This design comes from an exercise in tuning for small area on the open sky130 flow, not from production work. Only the layout flow was run in this run; the RTL was not checked for function there.

### flow/config.mk
export PLATFORM = sky130hd
export DESIGN_NAME = chk_unit
export DESIGN_NICKNAME = chk_unit
export VERILOG_FILES = /design/flow/design.v
export SDC_FILE = /design/flow/constraint.sdc
export NUM_CORES = 8
export LEC_CHECK = 0
export CAP_MARGIN = 20
export CORE_MARGIN = 2
export CORE_UTILIZATION = 30
export SLEW_MARGIN = 20
### flow/constraint.sdc
create_clock -name core_clock -period 13.0 [get_ports {clk}]
set_input_delay 2.6000 -clock core_clock [delete_from_list [all_inputs] [get_ports {clk}]]
set_output_delay 2.6000 -clock core_clock [all_outputs]
set_load 0.01 [all_outputs]
### flow/design.v
module chk_channel #(
    parameter [3:0] CH = 4'd0
) (
    input  wire        clk,
    input  wire        rst,
    input  wire        wr_en,
    input  wire [3:0]  wr_reg,
    input  wire [31:0] wr_data,
    input  wire [2:0]  req_src,
    input  wire [2:0]  req_jet,
    output wire        wr_denied,
    input  wire [3:0]  rd_reg,
    output reg  [31:0] rd_data,
    input  wire [7:0]  fold_addr,
    input  wire        tick_ms,
    input  wire        jet_stop,
    input  wire [2:0]  jet_stop_id,
    input  wire        steward_stop,
    input  wire        lockout,
    output reg         mismatch
);
    localparam PRIV = (CH < 4);
    localparam [3:0] R_CFG  = 4'd0, R_SEQ  = 4'd1, R_FSRC = 4'd2, R_FCNT = 4'd3,
                     R_CTL  = 4'd4, R_DATA = 4'd5, R_BYTE = 4'd6, R_RES  = 4'd7,
                     R_CMP  = 4'd8, R_STAT = 4'd9;
    localparam [2:0] SRC_JET = 3'd1, SRC_STEWARD = 3'd4;
    function [31:0] crc_byte;
        input [1:0]  poly;
        input [31:0] c;
        input [7:0]  b;
        integer i;
        reg [31:0] x;
        begin
            case (poly)
                2'd0: begin
                    x = {16'h0000, c[15:0] ^ {b, 8'h00}};
                    for (i = 0; i < 8; i = i + 1)
                        x = {16'h0000, x[15] ? ({x[14:0], 1'b0} ^ 16'h1021) : {x[14:0], 1'b0}};
                end
                2'd1: begin
                    x = c ^ {24'h000000, b};
                    for (i = 0; i < 8; i = i + 1)
                        x = x[0] ? ((x >> 1) ^ 32'h82F6_3B78) : (x >> 1);
                end
                2'd2: begin
                    x = c ^ {24'h000000, b};
                    for (i = 0; i < 8; i = i + 1)
                        x = x[0] ? ((x >> 1) ^ 32'hEDB8_8320) : (x >> 1);
                end
                default: begin
                    x = {24'h000000, c[7:0] ^ b};
                    for (i = 0; i < 8; i = i + 1)
                        x = {24'h000000, x[7] ? ({x[6:0], 1'b0} ^ 8'h1D) : {x[6:0], 1'b0}};
                end
            endcase
            crc_byte = x;
        end
    endfunction
    function [31:0] crc_init;
        input [1:0] poly;
        begin
            case (poly)
                2'd0:    crc_init = 32'h0000_FFFF;
                2'd3:    crc_init = 32'h0000_00FF;
                default: crc_init = 32'hFFFF_FFFF;
            endcase
        end
    endfunction
    function [31:0] crc_final;
        input [1:0]  poly;
        input [31:0] c;
        begin
            case (poly)
                2'd0:    crc_final = {16'h0000, c[15:0]};
                2'd3:    crc_final = {24'h000000, c[7:0] ^ 8'hFF};
                default: crc_final = ~c;
            endcase
        end
    endfunction
    function [31:0] crc_mask;
        input [1:0] poly;
        begin
            case (poly)
                2'd0:    crc_mask = 32'h0000_FFFF;
                2'd3:    crc_mask = 32'h0000_00FF;
                default: crc_mask = 32'hFFFF_FFFF;
            endcase
        end
    endfunction
    reg        cfg_cmp_en, cfg_seq_auto, cfg_swap;
    reg [1:0]  cfg_cnt_w, cfg_poly;
    reg        act_cmp_en, act_seq_auto, act_swap;
    reg [1:0]  act_cnt_w, act_poly;
    reg [15:0] seq;
    reg [1:0]  fsrc_src;
    reg [27:0] fsrc_low;
    reg [12:0] fcnt;
    reg [31:0] crc;
    reg [31:0] res;
    reg [31:0] cmp;
    reg        active;
    reg [2:0]  owner;
    reg [2:0]  owner_jet;
    reg        mm_flag;
    reg [1:0]  last_end;
    reg [1:0]  feed_st;
    reg [7:0]  cnt_used;
    reg [7:0]  alive;
    reg [6:0]  idle_cnt;
    wire is_owner  = active && (owner == req_src) && (req_src != SRC_JET || owner_jet == req_jet);
    wire prot_reg  = (wr_reg <= R_DATA + 4'd1) || (wr_reg == R_CMP);    
    assign wr_denied = (PRIV && req_src == SRC_JET) || (active && !is_owner && prot_reg);
    wire wr_ok     = wr_en && !wr_denied;
    reg        n_cfg_cmp_en, n_cfg_seq_auto, n_cfg_swap;
    reg [1:0]  n_cfg_cnt_w, n_cfg_poly;
    reg        n_act_cmp_en, n_act_seq_auto, n_act_swap;
    reg [1:0]  n_act_cnt_w, n_act_poly;
    reg [15:0] n_seq;
    reg [1:0]  n_fsrc_src;
    reg [27:0] n_fsrc_low;
    reg [12:0] n_fcnt;
    reg [31:0] n_crc, n_res, n_cmp;
    reg        n_active;
    reg [2:0]  n_owner, n_owner_jet;
    reg        n_mm_flag;
    reg [1:0]  n_last_end, n_feed_st;
    reg [7:0]  n_cnt_used, n_alive;
    reg [6:0]  n_idle_cnt;
    reg        n_mismatch;
    reg        touched;
    reg [7:0]  cbyte;
    reg [31:0] fin;
    reg [7:0]  b0, b1, b2, b3;
    always @(*) begin
        n_cfg_cmp_en = cfg_cmp_en;  n_cfg_seq_auto = cfg_seq_auto;  n_cfg_swap = cfg_swap;
        n_cfg_cnt_w  = cfg_cnt_w;   n_cfg_poly     = cfg_poly;
        n_act_cmp_en = act_cmp_en;  n_act_seq_auto = act_seq_auto;  n_act_swap = act_swap;
        n_act_cnt_w  = act_cnt_w;   n_act_poly     = act_poly;
        n_seq = seq;  n_fsrc_src = fsrc_src;  n_fsrc_low = fsrc_low;  n_fcnt = fcnt;
        n_crc = crc;  n_res = res;  n_cmp = cmp;
        n_active = active;  n_owner = owner;  n_owner_jet = owner_jet;
        n_mm_flag = mm_flag;  n_last_end = last_end;  n_feed_st = feed_st;
        n_cnt_used = cnt_used;  n_alive = alive;  n_idle_cnt = idle_cnt;
        n_mismatch = 1'b0;
        touched = 1'b0;
        cbyte = 8'h00;
        fin = 32'h0;
        b0 = 8'h00; b1 = 8'h00; b2 = 8'h00; b3 = 8'h00;
        if (wr_ok) begin
            if (is_owner) touched = 1'b1;
            case (wr_reg)
                R_CFG: begin
                    n_cfg_cmp_en = wr_data[16];
                    n_cfg_swap   = wr_data[4];
                    n_cfg_poly   = wr_data[1:0];
                    if (PRIV) n_cfg_seq_auto = wr_data[12];
                    else      n_cfg_cnt_w    = wr_data[9:8];
                end
                R_SEQ:  if (PRIV) n_seq = wr_data[15:0];
                R_FSRC: begin
                    n_fsrc_src = wr_data[31:30];
                    n_fsrc_low = wr_data[27:0];
                end
                R_FCNT: n_fcnt = wr_data[12:0];
                R_CMP:  n_cmp = wr_data;
                R_STAT: if (wr_data[23]) n_mm_flag = 1'b0;
                R_DATA: if (active) begin
                    if (act_swap) begin
                        b0 = wr_data[7:0];   b1 = wr_data[15:8];
                        b2 = wr_data[23:16]; b3 = wr_data[31:24];
                    end else begin
                        b0 = wr_data[31:24]; b1 = wr_data[23:16];
                        b2 = wr_data[15:8];  b3 = wr_data[7:0];
                    end
                    n_crc = crc_byte(act_poly, crc, b0);
                    n_crc = crc_byte(act_poly, n_crc, b1);
                    n_crc = crc_byte(act_poly, n_crc, b2);
                    n_crc = crc_byte(act_poly, n_crc, b3);
                end
                R_BYTE: if (active) n_crc = crc_byte(act_poly, crc, wr_data[7:0]);
                R_CTL: begin
                    if (wr_data[31]) begin
                        n_active       = 1'b1;
                        n_owner        = req_src;
                        n_owner_jet    = (req_src == SRC_JET) ? req_jet : 3'd0;
                        n_act_cmp_en   = cfg_cmp_en;
                        n_act_seq_auto = cfg_seq_auto;
                        n_act_swap     = cfg_swap;
                        n_act_cnt_w    = cfg_cnt_w;
                        n_act_poly     = cfg_poly;
                        n_crc          = crc_init(cfg_poly);
                        n_idle_cnt     = 7'd0;
                        touched        = 1'b1;
                        if (PRIV) begin
                            n_crc = crc_byte(cfg_poly, n_crc, fold_addr);
                            n_crc = crc_byte(cfg_poly, n_crc, seq[15:8]);
                            n_crc = crc_byte(cfg_poly, n_crc, seq[7:0]);
                        end
                    end
                    if (wr_data[28]) begin
                        if (n_active) begin
                            n_active    = 1'b0;
                            n_owner     = 3'd0;
                            n_owner_jet = 3'd0;
                            n_last_end  = 2'd2;
                        end
                    end else if (wr_data[30]) begin
                        if (n_active) n_feed_st = 2'd2;
                    end else if (wr_data[29]) begin
                        if (n_active) begin
                            if (!PRIV && n_act_cnt_w != 2'd0) begin
                                cbyte = (n_act_cnt_w == 2'd1) ? {4'h0, alive[3:0]} : alive;
                                n_crc = crc_byte(n_act_poly, n_crc, cbyte);
                                n_cnt_used = cbyte;
                                n_alive = (n_act_cnt_w == 2'd1) ? {4'h0, alive[3:0] + 4'd1}
                                                                : alive + 8'd1;
                            end
                            fin = crc_final(n_act_poly, n_crc);
                            n_res = fin;
                            if (n_act_cmp_en && fin != (cmp & crc_mask(n_act_poly))) begin
                                n_mm_flag  = 1'b1;
                                n_mismatch = 1'b1;
                            end
                            if (PRIV && n_act_seq_auto) n_seq = seq + 16'd1;
                            n_active    = 1'b0;
                            n_owner     = 3'd0;
                            n_owner_jet = 3'd0;
                            n_last_end  = 2'd1;
                        end
                    end
                end
                default: ;
            endcase
        end
        if (n_active) begin
            if (touched) begin
                n_idle_cnt = 7'd0;
            end else if (tick_ms) begin
                if (idle_cnt == 7'd99) begin
                    n_active    = 1'b0;
                    n_owner     = 3'd0;
                    n_owner_jet = 3'd0;
                    n_last_end  = 2'd3;
                end else begin
                    n_idle_cnt = idle_cnt + 7'd1;
                end
            end
        end
        if (n_active && (lockout ||
                         (jet_stop && n_owner == SRC_JET && n_owner_jet == jet_stop_id) ||
                         (steward_stop && n_owner == SRC_STEWARD))) begin
            n_active    = 1'b0;
            n_owner     = 3'd0;
            n_owner_jet = 3'd0;
            n_last_end  = 2'd3;
        end
    end
    always @(posedge clk) begin
        if (rst) begin
            cfg_cmp_en <= 1'b0;  cfg_seq_auto <= 1'b0;  cfg_swap <= 1'b0;
            cfg_cnt_w  <= 2'd0;  cfg_poly     <= 2'd1;
            act_cmp_en <= 1'b0;  act_seq_auto <= 1'b0;  act_swap <= 1'b0;
            act_cnt_w  <= 2'd0;  act_poly     <= 2'd1;
            seq <= 16'h0000;  fsrc_src <= 2'd0;  fsrc_low <= 28'h0;  fcnt <= 13'h0;
            crc <= 32'h0;  res <= 32'h0;  cmp <= 32'h0;
            active <= 1'b0;  owner <= 3'd0;  owner_jet <= 3'd0;
            mm_flag <= 1'b0;  last_end <= 2'd0;  feed_st <= 2'd0;
            cnt_used <= 8'h00;  alive <= 8'h00;  idle_cnt <= 7'd0;
            mismatch <= 1'b0;
        end else begin
            cfg_cmp_en <= n_cfg_cmp_en;  cfg_seq_auto <= n_cfg_seq_auto;  cfg_swap <= n_cfg_swap;
            cfg_cnt_w  <= n_cfg_cnt_w;   cfg_poly     <= n_cfg_poly;
            act_cmp_en <= n_act_cmp_en;  act_seq_auto <= n_act_seq_auto;  act_swap <= n_act_swap;
            act_cnt_w  <= n_act_cnt_w;   act_poly     <= n_act_poly;
            seq <= n_seq;  fsrc_src <= n_fsrc_src;  fsrc_low <= n_fsrc_low;  fcnt <= n_fcnt;
            crc <= n_crc;  res <= n_res;  cmp <= n_cmp;
            active <= n_active;  owner <= n_owner;  owner_jet <= n_owner_jet;
            mm_flag <= n_mm_flag;  last_end <= n_last_end;  feed_st <= n_feed_st;
            cnt_used <= n_cnt_used;  alive <= n_alive;  idle_cnt <= n_idle_cnt;
            mismatch <= n_mismatch;
        end
    end
    always @(*) begin
        case (rd_reg)
            R_CFG:  rd_data = {15'h0, cfg_cmp_en, 3'h0, cfg_seq_auto, 2'h0, cfg_cnt_w,
                               3'h0, cfg_swap, 2'h0, cfg_poly};
            R_SEQ:  rd_data = {16'h0000, seq};
            R_FSRC: rd_data = {fsrc_src, 2'b00, fsrc_low};
            R_FCNT: rd_data = {19'h0, fcnt};
            R_RES:  rd_data = res;
            R_CMP:  rd_data = cmp;
            R_STAT: rd_data = {active ? 2'd1 : 2'd0, owner, owner_jet, mm_flag,
                               1'b0, last_end, 1'b0, 1'b0, feed_st, cnt_used, 8'h00};
            default: rd_data = 32'h0;
        endcase
    end
endmodule
module chk_unit (
    input  wire        clk,
    input  wire        rst,
    input  wire        req_valid,
    input  wire        req_write,
    input  wire [6:0]  req_addr,
    input  wire [31:0] req_wdata,
    input  wire [2:0]  req_src,
    input  wire [2:0]  req_jet,
    output reg         rsp_valid,
    output reg         rsp_denied,
    output reg  [31:0] rsp_rdata,
    input  wire [7:0]  fold_addr,
    input  wire        tick_ms,
    input  wire        jet_stop,
    input  wire [2:0]  jet_stop_id,
    input  wire        steward_stop,
    input  wire        lockout,
    output wire        mismatch_evt,
    output reg  [2:0]  mismatch_ch
);
    wire [2:0] sel_ch  = req_addr[6:4];
    wire [3:0] sel_reg = req_addr[3:0];
    wire [31:0] ch_rdata  [0:7];
    wire [7:0]  ch_denied;
    wire [7:0]  ch_mismatch;
    genvar g;
    generate
        for (g = 0; g < 8; g = g + 1) begin : chan
            chk_channel #(.CH(g)) u_ch (
                .clk          (clk),
                .rst          (rst),
                .wr_en        (req_valid && req_write && sel_ch == g),
                .wr_reg       (sel_reg),
                .wr_data      (req_wdata),
                .req_src      (req_src),
                .req_jet      (req_jet),
                .wr_denied    (ch_denied[g]),
                .rd_reg       (sel_reg),
                .rd_data      (ch_rdata[g]),
                .fold_addr    (fold_addr),
                .tick_ms      (tick_ms),
                .jet_stop     (jet_stop),
                .jet_stop_id  (jet_stop_id),
                .steward_stop (steward_stop),
                .lockout      (lockout),
                .mismatch     (ch_mismatch[g])
            );
        end
    endgenerate
    always @(posedge clk) begin
        if (rst) begin
            rsp_valid  <= 1'b0;
            rsp_denied <= 1'b0;
            rsp_rdata  <= 32'h0;
        end else begin
            rsp_valid  <= req_valid;
            rsp_denied <= req_valid && req_write && ch_denied[sel_ch];
            rsp_rdata  <= (req_valid && !req_write) ? ch_rdata[sel_ch] : 32'h0;
        end
    end
    assign mismatch_evt = |ch_mismatch;
    integer i;
    always @(*) begin
        mismatch_ch = 3'd0;
        for (i = 0; i < 8; i = i + 1)
            if (ch_mismatch[i]) mismatch_ch = i[2:0];
    end
endmodule
### flow/run.sh
#!/bin/bash
# synth_recipe.tcl (not shown) runs the flow's synth.tcl, then flattens the netlist and writes it again
# the make line also repeats each setting of config.mk as NAME=value (left out here)
make -C /OpenROAD-flow-scripts/flow DESIGN_CONFIG=/design/flow/config.mk WORK_HOME=/design/flow/orfs CLKGATE_MAP_FILE= SYNTH_SCRIPT=/design/flow/synth_recipe.tcl finish
==> flow_metrics.env <==
export IMPL_status="finished clean"
export IMPL_grt_antenna_before_repair=84
export IMPL_setup_worst_path_start_class="input pin"
export IMPL_timing_rr_start="chan[5].u_ch.act_swap"
export IMPL_worst_margin_slew_ns=1.30
export IMPL_core_um2=667000
export IMPL_finalSetupViolations=0
export IMPL_hold_path_startpoint="chan[3].u_ch.fsrc_low[11]"
export IMPL_slew_headroom_pct=12.2
export IMPL_postCtsHoldBufs=0
export IMPL_globalRoute_totalOverflow=0
export IMPL_synthSimpleGateAreaFrac_pct=12.1
export IMPL_worst_setup_hold_path_clk_slew_ns=0.06
export IMPL_number_of_enable_type_register_cells_in_the_synthesized_netlist=0
export IMPL_groute_layer_met1_usage_pct=38.1
export IMPL_postLayoutCellArea_um2=220000
export IMPL_finalWeightedCongestion=1.05
export IMPL_crit_type="in -> reg"
export IMPL_postSynthNetCount=25169
export IMPL_count_of_fill_cells_added_during_filler_insertion=70621
export IMPL_synth_xor_area_share_pct=43.5
export IMPL_hold_path_class="reg -> reg"
export IMPL_unrepaired_setup_endpoints_after_global_routing="false"
export IMPL_number_of_placed_i_o_pins=102
export IMPL_cap_violations=0
export IMPL_grt_start_max_net_pins=188
export IMPL_initial_cell_density_of_the_core_pct=30.1
export IMPL_routedWlPerCell_um=32.2
export IMPL_min_period_over_period_pct=92.8
export IMPL_synth_top_area_cell="sky130_fd_sc_hd__xnor2_1"
export IMPL_synth_top_family_by_area="XOR/XNOR gates"
export IMPL_cts_max_path_buffers=4
export IMPL_seq_area_frac_synth_pct=15.1
export IMPL_synthAdderAreaFrac_pct=0.374
export IMPL_placedInstanceArea_um2=214000
export IMPL_post_synth_cell_area_avg_um2=8.02
export IMPL_post_synth_mux_area_share_pct=2.89
export IMPL_die_height_um=822
export IMPL_cts_repair_resized_insts=0
export IMPL_die_area_um2=676000
export IMPL_tritoncts_clock_tree="built"
export IMPL_required_ns=13.74
export IMPL_detailedPlacementHpwl_um=795000
export IMPL_synth_ff_latch_count=1514
export IMPL_primary_ff_master_synth="sky130_fd_sc_hd__dfxtp_1"
export IMPL_crit_fanout=20
export IMPL_drt_iter0_drc=31712
export IMPL_route_antenna_remaining_nets=0
export IMPL_layout_cells_non_filler=33505
export IMPL_yosys_top_cells_count="sky130_fd_sc_hd__xnor2_1, sky130_fd_sc_hd__nand2_1, sky130_fd_sc_hd__a21oi_1"
export IMPL_fmaxAchievable_mhz=82.9
export IMPL_post_synth_top_count_cell="sky130_fd_sc_hd__xnor2_1"
export IMPL_r2r_setup_slack_ns=2.03
export IMPL_ys_async_sr_fraction_pct=0
export IMPL_numPlacedInstances=33099
export IMPL_clockRootBuffer="sky130_fd_sc_hd__clkbuf_16"
export IMPL_postCtsSetupBuffers=0
export IMPL_holdPathEnd="chan[3].u_ch.fsrc_low[11]"
export IMPL_totalWireLength_um=1080000
export IMPL_timing_final_hold_violations=0
export IMPL_slew_violations=0
export IMPL_met2_usage_pct=43.6
export IMPL_num_nets_final=24503
export IMPL_min_delay_path_depth=2
export IMPL_synth_compound_area_share_pct=21.4
export IMPL_synth_yosys_warnings=9
export IMPL_post_synth_num_cell_types=129
export IMPL_finalCriticalPeriod_ns=12.07
export IMPL_post_route_cells_drive_above_1_share_pct=9.01
export IMPL_grt_first_pass_wirelength_um=1500000
export IMPL_synth_area_top_cells="sky130_fd_sc_hd__xnor2_1, sky130_fd_sc_hd__dfxtp_1, sky130_fd_sc_hd__xor2_1"
export IMPL_finalClockSkew_ns=0.0738
export IMPL_clock_tree_htree_level_count=4
export IMPL_cell_rows=300
export IMPL_gr_usage_met3_pct=7.32
export IMPL_vias=203345
export IMPL_regToRegEndpoint="chan[5].u_ch.crc[2]"
export IMPL_cts_buffers=180
export IMPL_synthCells=25045
export IMPL_clkLatencyLatePin_ns=0.93
export IMPL_rr_worst_depth=23
export IMPL_drcViolationCount=0
export IMPL_port_buffers=101
export IMPL_first_pass_iters=9
export IMPL_post_drt_via_cell_ratio=6.07
export IMPL_grt_pass1_vias=188250
export IMPL_grt_most_used_layer="met2"
export IMPL_worst_setup_path_end_kind="flip-flop"
export IMPL_flow_area_growth_from_synthesis_pct=9.76
export IMPL_syn_area_um2=201000
export IMPL_grtUsageTotal_pct=30.1
export IMPL_floorplan_die_width_um=822
export IMPL_worst_ep_arrival_time_ns=12.81
export IMPL_synth_top_area_share_pct=23.5
export IMPL_clkSinkCount=1514
==> flip-flops by register name, indices dropped and copies added (netlist names), 16 cells and up <==
| name | flops |
|---|---|
| chan.u_ch.fsrc_src | 16 |
| chan.u_ch.fcnt | 104 |
| chan.u_ch.owner | 24 |
| chan.u_ch.fsrc_low | 224 |
| chan.u_ch.crc | 256 |
| rsp_rdata | 32 |
| chan.u_ch.owner_jet | 24 |
| chan.u_ch.idle_cnt | 56 |
| chan.u_ch.cnt_used | 32 |
| chan.u_ch.cfg_poly | 16 |
| chan.u_ch.alive | 32 |
| chan.u_ch.last_end | 16 |
| chan.u_ch.res | 256 |
| chan.u_ch.seq | 64 |
| chan.u_ch.cmp | 256 |
| chan.u_ch.act_poly | 16 |
==> area by class of cell <==
type	count	area, µm²	share of cell area, %
antenna	84	210	0.0954
clock buffer	222	4890	2.22
clock inverter	93	1260	0.572
inverter	204	771	0.350
multi-input combinational	21274	162000	73.6
sequential	1514	30300	13.8
tap	8909	11100	5.06
timing repair buffer	1205	9520	4.32
==> worst max-delay path, stage by stage <==
cell	delay [ns]
sky130_fd_sc_hd__buf_6	0.49
sky130_fd_sc_hd__buf_4	0.38
sky130_fd_sc_hd__mux2i_2	0.19
sky130_fd_sc_hd__xnor2_2	0.71
sky130_fd_sc_hd__xnor2_1	0.37
sky130_fd_sc_hd__xnor3_1	0.51
sky130_fd_sc_hd__xor2_1	0.39
sky130_fd_sc_hd__mux2i_1	0.61
sky130_fd_sc_hd__a211o_1	0.26
sky130_fd_sc_hd__and2_1	0.47
sky130_fd_sc_hd__xnor3_1	0.53
sky130_fd_sc_hd__a22oi_1	0.59
sky130_fd_sc_hd__xnor2_2	0.40
sky130_fd_sc_hd__xnor2_1	0.69
sky130_fd_sc_hd__xor3_1	0.44
sky130_fd_sc_hd__nand2_1	0.08
sky130_fd_sc_hd__o221ai_1	0.24
sky130_fd_sc_hd__xor2_2	0.69
sky130_fd_sc_hd__xnor2_1	0.44
sky130_fd_sc_hd__xnor2_2	0.30
sky130_fd_sc_hd__xnor2_1	0.48
sky130_fd_sc_hd__o221a_2	0.27
sky130_fd_sc_hd__a21oi_1	0.06
sky130_fd_sc_hd__nor4_1	0.51
==> worst max-delay path by stage <==
stage                  start                   end  slack [ns]  depth (start not counted)
6_report        req_wdata[2]   chan[5].u_ch.crc[2]        0.93                         24
5_1_grt        req_wdata[26]  chan[1].u_ch.crc[23]        0.83                         26
4_1_cts        req_wdata[28]   chan[5].u_ch.crc[2]        1.23                         25
3_5_place_dp   req_wdata[28]   chan[5].u_ch.crc[2]        0.30                         25
3_3_place_gp   req_wdata[28]  chan[2].u_ch.crc[24]       -0.37                         26
2_1_floorplan  req_wdata[31]  chan[6].u_ch.mm_flag        2.67                         34
==> routing by layer <==
metal,share of wire (%),routed length (µm)
met5,0.057,613
met3,12,125000
met4,9.3,101000
met1,38,408000
met2,41,443000
==> per-stage QoR <==
step,setup slack [ns],hold WS (ns),util [%],TNS (ns)
after floorplan,2.67,0.425,-,0
after global placement,-0.371,0.438,32.0,-1.58
after detailed placement,0.296,0.444,32.1,0
after CTS,1.23,0.452,33.0,0
after global routing,0.828,0.467,33.0,0
final,0.933,0.453,33.0,0
==> logic make-up after synthesis <==
kind of cell / count (synthesis)
DFF: 1514
and+or+nand+nor: 5739
AOI/OAI and AO/OA: 6482
muxes: 537
adders and majority gates: 60
buffers and inverters: 2257
xor gates and xnor gates: 8456
==> layout by cell type, fill, tap and decap left out, types with 48 or more instances in the layout <==
master	instances
sky130_fd_sc_hd__and2_1	81
sky130_fd_sc_hd__dfxtp_1	1490
sky130_fd_sc_hd__and3_1	110
sky130_fd_sc_hd__nor2b_1	52
sky130_fd_sc_hd__a21oi_1	2019
sky130_fd_sc_hd__xor2_1	2002
sky130_fd_sc_hd__buf_4	1100
sky130_fd_sc_hd__o21ai_0	870
sky130_fd_sc_hd__diode_2	84
sky130_fd_sc_hd__mux2i_1	441
sky130_fd_sc_hd__a221oi_1	402
sky130_fd_sc_hd__nor2_2	48
sky130_fd_sc_hd__xor2_2	65
sky130_fd_sc_hd__a222oi_1	153
sky130_fd_sc_hd__nor4_1	71
sky130_fd_sc_hd__a22oi_1	644
sky130_fd_sc_hd__a31oi_1	115
sky130_fd_sc_hd__nand3_1	261
sky130_fd_sc_hd__clkdlybuf4s50_1	63
sky130_fd_sc_hd__nand2_1	2575
sky130_fd_sc_hd__nor3_1	282
sky130_fd_sc_hd__xnor2_2	207
sky130_fd_sc_hd__o22ai_1	653
sky130_fd_sc_hd__o21ai_1	52
sky130_fd_sc_hd__or3_1	79
sky130_fd_sc_hd__nor2_1	1808
sky130_fd_sc_hd__or2_2	61
sky130_fd_sc_hd__inv_1	184
sky130_fd_sc_hd__o22a_1	70
sky130_fd_sc_hd__a22o_1	192
sky130_fd_sc_hd__xnor3_1	672
sky130_fd_sc_hd__nand2b_1	61
sky130_fd_sc_hd__xnor2_1	5368
sky130_fd_sc_hd__o211ai_1	149
sky130_fd_sc_hd__a221o_1	98
sky130_fd_sc_hd__clkbuf_16	182
sky130_fd_sc_hd__xor3_1	76
sky130_fd_sc_hd__o221ai_1	184
sky130_fd_sc_hd__a211oi_1	296

==> re-timing with driven ports <==
How much do the figures lean on ideal ports? The routed layout below was timed once more, with nothing changed but the port constraints.
Step 1, drivers: a clkbuf_16 drives clk and a buf_2 each remaining input, both assumed.
Step 2 also shifts input and output timing later by t, the mid clock arrival at the registers, as if the neighbouring blocks saw the same clock.
Slacks: ideal / step 1 / step 2; pairs: ideal / step 1.
t, ns: 1.008
setup WS [ns]: 0.933 / 0.849 / -0.158
slew at the worst register clock pin (ns): 0.08 / 0.08
worst data-port slew with drivers (ns): 0.29
With both steps, setup timing fails in this run, where it was met with ideal ports. For this run, drivers alone change the setup slack by -0.084 ns; drivers and shift together by -1.091 ns.
